From an optimization exercise on the open Yosys and OpenROAD flow, aimed at small area, a short achievable clock period and few clock cycles per item; shortcuts taken in it are not production practice. The RTL was checked by simulation tests, not by an equivalence proof against the original design. No activity file was given, so power comes from the tool's default toggle rates.

## flow/design.v (module list and top-level ports; edited modules follow where they fit)
// module mix_unit: 143 lines
// module mix_unit_mul: 979 lines
module mix_unit (
    input  wire        clk,
    input  wire        rst,         
    input  wire        in_valid,
    output reg         in_ready,
    input  wire        in_last,     
    input  wire [23:0] in_x,        
    input  wire [23:0] in_g,        
    input  wire [1:0]  in_op,       
    input  wire [4:0]  in_sink,
    output reg         out_valid,
    output reg  [4:0]  out_sink,
    output reg  [23:0] out_value,   
    output reg         out_sat,     
    output reg         out_aov      
);
  // ...
==> flow/run.sh <==
#!/bin/bash
# synth_recipe.tcl (not shown) runs the flow's synth.tcl, then flattens the netlist and writes it again
# the make line also repeats each setting of config.mk as NAME=value (left out here)
make -C /OpenROAD-flow-scripts/flow DESIGN_CONFIG=/design/flow/config.mk WORK_HOME=/design/flow/orfs CLKGATE_MAP_FILE= SYNTH_SCRIPT=/design/flow/synth_recipe.tcl finish
==> flow/config.mk <==
export PLATFORM = sky130hd
export DESIGN_NAME = mix_unit
export DESIGN_NICKNAME = mix_unit
export VERILOG_FILES = /design/flow/design.v
export SDC_FILE = /design/flow/constraint.sdc
export NUM_CORES = 4
export LEC_CHECK = 0
export CAP_MARGIN = 50
export CORE_MARGIN = 2
export CORE_UTILIZATION = 40
export PLACE_DENSITY = 0.6
export SLEW_MARGIN = 70
==> flow/constraint.sdc <==
create_clock -name core_clock -period 13.0 [get_ports {clk}]
set_input_delay 2.6000 -clock core_clock [delete_from_list [all_inputs] [get_ports {clk}]]
set_output_delay 2.6000 -clock core_clock [all_outputs]
set_load 0.01 [all_outputs]
==> Flow_metrics.wiki, run 1 <==
{| class="wikitable"
! Metric !! Value
|-
| Clock buffer count || approximately 220
|-
| Warnings, synthesis || 1
|-
| Startpoint of the lowest-slack hold path || s0_op[1]
|-
| Final standard cell utilization of the core || 0.470
|-
| Number of buffers created by CTS || ~170
|-
| Number of synthesized flops with an enable pin || 1320
|-
| Series of cell instances along the critical path || buf_6, xor2_1, and2_1, buf_4, a22oi_1, o21ai_0, fa_1, fa_1, fa_1, fa_1, inv_1, fa_1
|-
| Die footprint || 0.202 sq mm
|-
| Most numerous cell on the critical path || fa_1
|-
| Sequential-cell power consumption || 6.10 mW
|-
| Sw Share || 0.304
|-
| GP Congestion || 0.896
|-
| Crit share post-route || 0.361
|-
| Repair and plain buffers || between 400 and 500
|-
| Seq pwr share || 0.406
|-
| Multi-input gate share of the layout cell area || 0.336
|-
| Flop2flop setup slack || 8.31 ns
|-
| Mean Syn Cell Area || approximately 14 sq um
|-
| Most used cells in the layout excluding fill and tap cells || edfxtp_1 (1320), mux4_2 (410), a21oi_1 (408), nor2_1 (356), nand2_1 (346)
|-
| Synthesis-to-finish area growth || 17.0%
|-
| Number of standard cells in the layout, taps in and fillers out || 8687
|-
| Family of cells with the greatest summed delay on the critical path || adder cells
|-
| Run status || complete, no violations
|-
| Endpoint required time on the critical path || between 10 and 15 ns
|-
| Final count of hold timing violations || 0
|}
Testbench counts, summed over its fixed seeds: cycles 36,107, items 25,835.
==> inputs of run 2 (changes only) <==
--- a/flow/config.mk
+++ b/flow/config.mk
@@ -5,8 +5,8 @@
 export SDC_FILE = /design/flow/constraint.sdc
 export NUM_CORES = 4
 export LEC_CHECK = 0
-export CAP_MARGIN = 50
+export CAP_MARGIN = 20
 export CORE_MARGIN = 2
 export CORE_UTILIZATION = 40
 export PLACE_DENSITY = 0.6
-export SLEW_MARGIN = 70
+export SLEW_MARGIN = 20
==> run 2 against run 1 <==
Effect of this change:
- still clean
- register-to-register slack lost 0.31 ns
- die area is the same
- critical path depth grew 2
- clock skew grew 0.029 ns
- sequential share of layout area grew 2.2 points
- first-iteration DRC count grew 6.3%
- via count shrank 2.1%
- core utilization shrank 2.0 points
- fmax shrank 6.2%
- non-clock buffer count shrank 234
- clock power shrank 2%
- critical endpoint is now s1_ps[23]
- largest cell class unchanged
==> Flow_metrics.wiki, run 2 <==
{| class="wikitable"
! Metric !! Value
|-
| Die footprint || 0.202 sq mm (unchanged)
|-
| Average wire per cell in the routed design || 26.7 microns (was 26.4 microns)
|-
| Top-Level Pins || 92 (unchanged)
|-
| Power per cell area || 166 mW/mm^2 (was 162 mW/mm^2)
|-
| Total number of vias || 50100 (was 51100)
|-
| Syn_nets || 6166 (unchanged)
|-
| Number of maximum-capacitance constraint violations || 0 (unchanged)
|-
| Flip-flop cell with the highest count after synthesis || edfxtp_1 (unchanged)
|-
| Standard cell with the maximum stage delay on the critical path || nor2_1 (was dfxtp_2)
|-
| Simple-Gate Fraction of Synth Area || 0.0545 (unchanged)
|-
| Pin slew with the least headroom to its limit || 1.18 ns (was 0.494 ns)
|-
| Count of antenna-violating nets left after detailed routing || 0 (unchanged)
|-
| Post-synthesis compound-gate area fraction || 0.108 (unchanged)
|-
| First-pass iteration count of the detailed router || 6 (was 9)
|-
| Post-synthesis share of cell area spent on xor and xnor gates || 0.0138 (unchanged)
|-
| Static leakage || 30.3 nW (was 32.1 nW)
|-
| Clock slew at reported path FFs || 0.06 ns (was 0.07 ns)
|-
| Inserted Diodes || 0 (unchanged)
|-
| First-pass GRT wire length || 330 mm (was 336 mm)
|-
| Non-Filler Cell Area, Final || 0.0888 sq mm (was 0.0927 sq mm)
|-
| Clock latency on the worst-skew pair || 0.83 ns (was 0.82 ns)
|-
| Number of synthesized flops with an enable pin || 1320 (unchanged)
|-
| Maximum number of pins on one net before global-route repair || 113 (was 74)
|-
| Classification of the worst setup path || register to register (unchanged)
|-
| Top cells by area in the synthesized netlist || edfxtp_1 (50%), mux4_2 (12%), dfxtp_1 (7.8%), fa_1 (5.5%), a21oi_1 (2.6%) (unchanged)
|-
| Largest fanout on the critical path || 50 (was 53)
|-
| Net count reported at finish || 6076 (was 6310)
|-
| Effective utilization at floorplan || 0.402 (unchanged)
|-
| Most frequent cells after synthesis || edfxtp_1 (1320), a21oi_1 (414), mux4_2 (410) (unchanged)
|-
| Share of synthesized area spent on multiplexers || 0.128 (unchanged)
|-
| Core ar. || 0.197 sq mm (unchanged)
|-
| Overflow left after global routing || 0 (unchanged)
|-
| # clock sinks || 1630 (unchanged)
|-
| Max VDD drop || 0.142 mV (was 0.151 mV)
|-
| Adder-cell area share of the yosys netlist || 0.0816 (unchanged)
|-
| GP Congestion || 0.896 (unchanged)
|-
| Detailed-placement wirelength estimate || 129 mm (was 150 mm)
|-
| Post-cts gate resize count || 0 (unchanged)
|-
| Synthesis-to-finish area growth || 12.0% (was 17.0%)
|-
| Startpoint kind of the worst setup timing path || register (unchanged)
|-
| Number of cell rows || 163 (unchanged)
|-
| Final count of hold timing violations || 0 (unchanged)
|-
| Clock Skew || 0.0678 ns (was 0.0387 ns)
|-
| Most common cell after layout, fill and taps aside || edfxtp_1 (unchanged)
|-
| Run status || complete, no violations (unchanged)
|-
| Hold-fix buffer count after cts || 0 (unchanged)
|-
| Sequential area share after synthesis || 0.578 (unchanged)
|-
| Flop2flop setup slack || 7.99 ns (was 8.31 ns)
|-
| Area after detailed placement || 0.0829 sq mm (was 0.0867 sq mm)
|-
| Warnings, synthesis || 1 (unchanged)
|-
| Final period demand of the worst path || 5.01 ns (was 4.69 ns)
|-
| Most used cells in the layout excluding fill and tap cells || edfxtp_1 (1320), a21oi_1 (414), mux4_2 (410), nor2_1 (363), nand2_1 (353) (was edfxtp_1 (1320), mux4_2 (410), a21oi_1 (408), nor2_1 (356), nand2_1 (346))
|-
| Post-synthesis cell type with the largest combined area || edfxtp_1 (unchanged)
|-
| Mapped Area || 0.0793 sq mm (unchanged)
|-
| Count leader, synth || edfxtp_1 (unchanged)
|-
| Registers with the highest flip-flop counts || acc (1280), s1_ps (47), s1_pc (46) (unchanged)
|-
| Crit share post-route || 0.385 (was 0.361)
|-
| Synthesized instance count || 5761 (unchanged)
|-
| # Post-CTS Setup Buffers || 0 (unchanged)
|-
| Detailed Route WL || 226 mm (was 229 mm)
|-
| Headroom to the max-slew limit || 0.213 (was 0.667)
|-
| Total DRC errors in the routed layout || 0 (unchanged)
|-
| Family of cells with the greatest summed delay on the critical path || adder cells (unchanged)
|-
| Number of buffers created by CTS || 168 (unchanged)
|-
| Iteration-0 DRC Markers || 6087 (was 5724)
|-
| Number of antenna violations at the first check in global routing || 6 (was 3)
|-
| Area fraction of the dominant cell type after synthesis || 0.500 (unchanged)
|-
| Number of buffers inserted by port buffering || 91 (unchanged)
|-
| Proportion of layout cells with a drive suffix above 1 || 0.157 (was 0.202)
|-
| Max FFs per register || 1280 (unchanged)
|-
| Number of global-route vias before repair || 47900 (was 49200)
|-
| Clk Tree Root Cell || clkbuf_16 (unchanged)
|-
| TritonCTS clock tree || done (unchanged)
|-
| Endpoint kind of the worst setup timing path || register (unchanged)
|-
| Main combinational cell family by area after synthesis || multiplexers (unchanged)
|-
| Flops & latches, synth || 1630 (unchanged)
|-
| Largest stage delay, worst path || 0.67 ns (was 0.60 ns)
|-
| Hold WC Path Type || register to register (unchanged)
|-
| Unrepaired setup endpoints after global routing || no (unchanged)
|-
| Number of H-tree levels || 4 (unchanged)
|-
| Number of buffer and inverter instances along the worst setup path || 5 (was 3)
|-
| Max Clk Rate || 0.200 GHz (was 0.213 GHz)
|-
| Distinct cell type count after synthesis || 77 (unchanged)
|-
| Series of cell instances along the critical path || buf_4, clkinv_1, nor2_1, buf_4, a21oi_1, o22ai_1, a21oi_1, fa_1, fa_1, inv_1, fa_1, fa_1, inv_1, fa_1 (was buf_6, xor2_1, and2_1, buf_4, a22oi_1, o21ai_0, fa_1, fa_1, fa_1, fa_1, inv_1, fa_1)
|-
| Maximum buffer depth of the clock tree || 3 (unchanged)
|-
| CP Data Arrival Time || 5.68 ns (was 5.39 ns)
|-
| Register with the most flip-flops || acc (unchanged)
|-
| Width of the die || 449 microns (unchanged)
|-
| Global router's overall resource usage || 0.219 (was 0.223)
|-
| Mean Syn Cell Area || 13.8 sq um (unchanged)
|-
| Most numerous cell on the critical path || fa_1 (unchanged)
|-
| Count of final max-slew check failures || 0 (unchanged)
|-
| Routed via count divided by cell count || 5.92 (was 5.89)
|-
| Endpoint required time on the critical path || 13.67 ns (was 13.70 ns)
|-
| Y dimension of the die || 449 microns (unchanged)
|-
| Proportion of synthesized flip-flops having asynchronous set or reset || 0 (unchanged)
|-
| Setup_tns || 0 ns (unchanged)
|-
| Setup violations, final || 0 (unchanged)
|}
==> run 2: path summary, 6_finish.rpt <==
kind,from,endpoint,depth (start not counted)
max,s0_g[2],s1_ps[23],14
min,s0_op[1],s1_op[1],0
max reg2reg,s0_g[2],s1_ps[23],14
min reg2reg,s0_op[1],s1_op[1],0
==> run 2: where the power goes <==
group          switching (mW)  leakage (nW)  internal [mW]
clock                    2.12          2.74           2.75
combinational            2.21          13.1           1.51
sequential              0.221          14.5           5.92
total                    4.55          30.3           10.2
==> run 2: worst reg2reg max path, cell delays in order, from the launching register on <==
cell	delay, ns
dfxtp_1	0.31
buf_4	0.46
clkinv_1	0.19
nor2_1	0.67
buf_4	0.33
a21oi_1	0.10
o22ai_1	0.17
a21oi_1	0.09
fa_1	0.55
fa_1	0.53
inv_1	0.05
fa_1	0.46
fa_1	0.50
inv_1	0.05
fa_1	0.43
==> run 2: cell families after synthesis <==
| family | after synthesis |
|---|---|
| compound gates | 1360 |
| fa+ha+maj | 397 |
| flops | 1630 |
| mux | 500 |
| simple gates | 998 |
| buf+inv | 751 |
| xor+xnor | 125 |
==> run 2: per-stage QoR <==
| step | setup WS [ns] | hold WS, ns | instances | util | total power [mW] |
|---|---|---|---|---|---|
| after floorplan | 8.76 | 0.310 | 5761 | - | 8.81 |
| after global placement | 8.16 | 0.314 | 8121 | 0.420 | 9.87 |
| after detailed placement | 8.11 | 0.314 | 8121 | 0.420 | 9.94 |
| after CTS | 8.09 | 0.328 | 8437 | 0.449 | 14.8 |
| after global routing | 7.71 | 0.331 | 8457 | 0.450 | 15.5 |
| final | 7.99 | 0.325 | 8457 | 0.450 | 14.7 |
==> run 2: layer usage <==
metal / global-route usage / part of all wire / up-vias
li1: - / - / 21700
met1: 0.294 / 0.40 / 25600
met2: 0.361 / 0.48 / 2278
met3: 0.0364 / 0.079 / 427
met4: 0.0774 / 0.037 / 4
met5: 0 / 0.00011 / -
==> run 2: layout make-up <==
cell class	count	area, sq um
Fill cell	17300	108000
Timing Repair Buffer	243	2190
Clock buffer	233	4670
Multi-Input combinational cell	3380	30800
Tap cell	2640	3300
Inverter	248	931
Clock inverter	83	953
Sequential cell	1630	45900

-- afterwards: timing with drivers on the ports --
In the flow no input, the clock included, has a driving cell. The finished layouts below were timed again as built, in two steps.
Step 1 assumes that a clkbuf_16 drives the clock port and a buf_2 every other input.
Step 2 times the ports against the registers' clock, not the clock port: input delays grow and output delays shrink by t, the midpoint of the rising clock arrivals with the driver on.
a / b / c = no drivers / after step 1 / after step 2; a / b = the first two.
| run | t, ns | setup WS [ns] | hold WS [ns] |
|---|---|---|---|
| run 1 | 0.891 | 8.305 / 8.305 / 8.305 | 0.327 / 0.327 / 0.327 |
| run 2 | 0.883 | 7.994 / 7.994 / 7.994 | 0.325 / 0.325 / 0.325 |
After both steps every run listed still meets setup and hold.
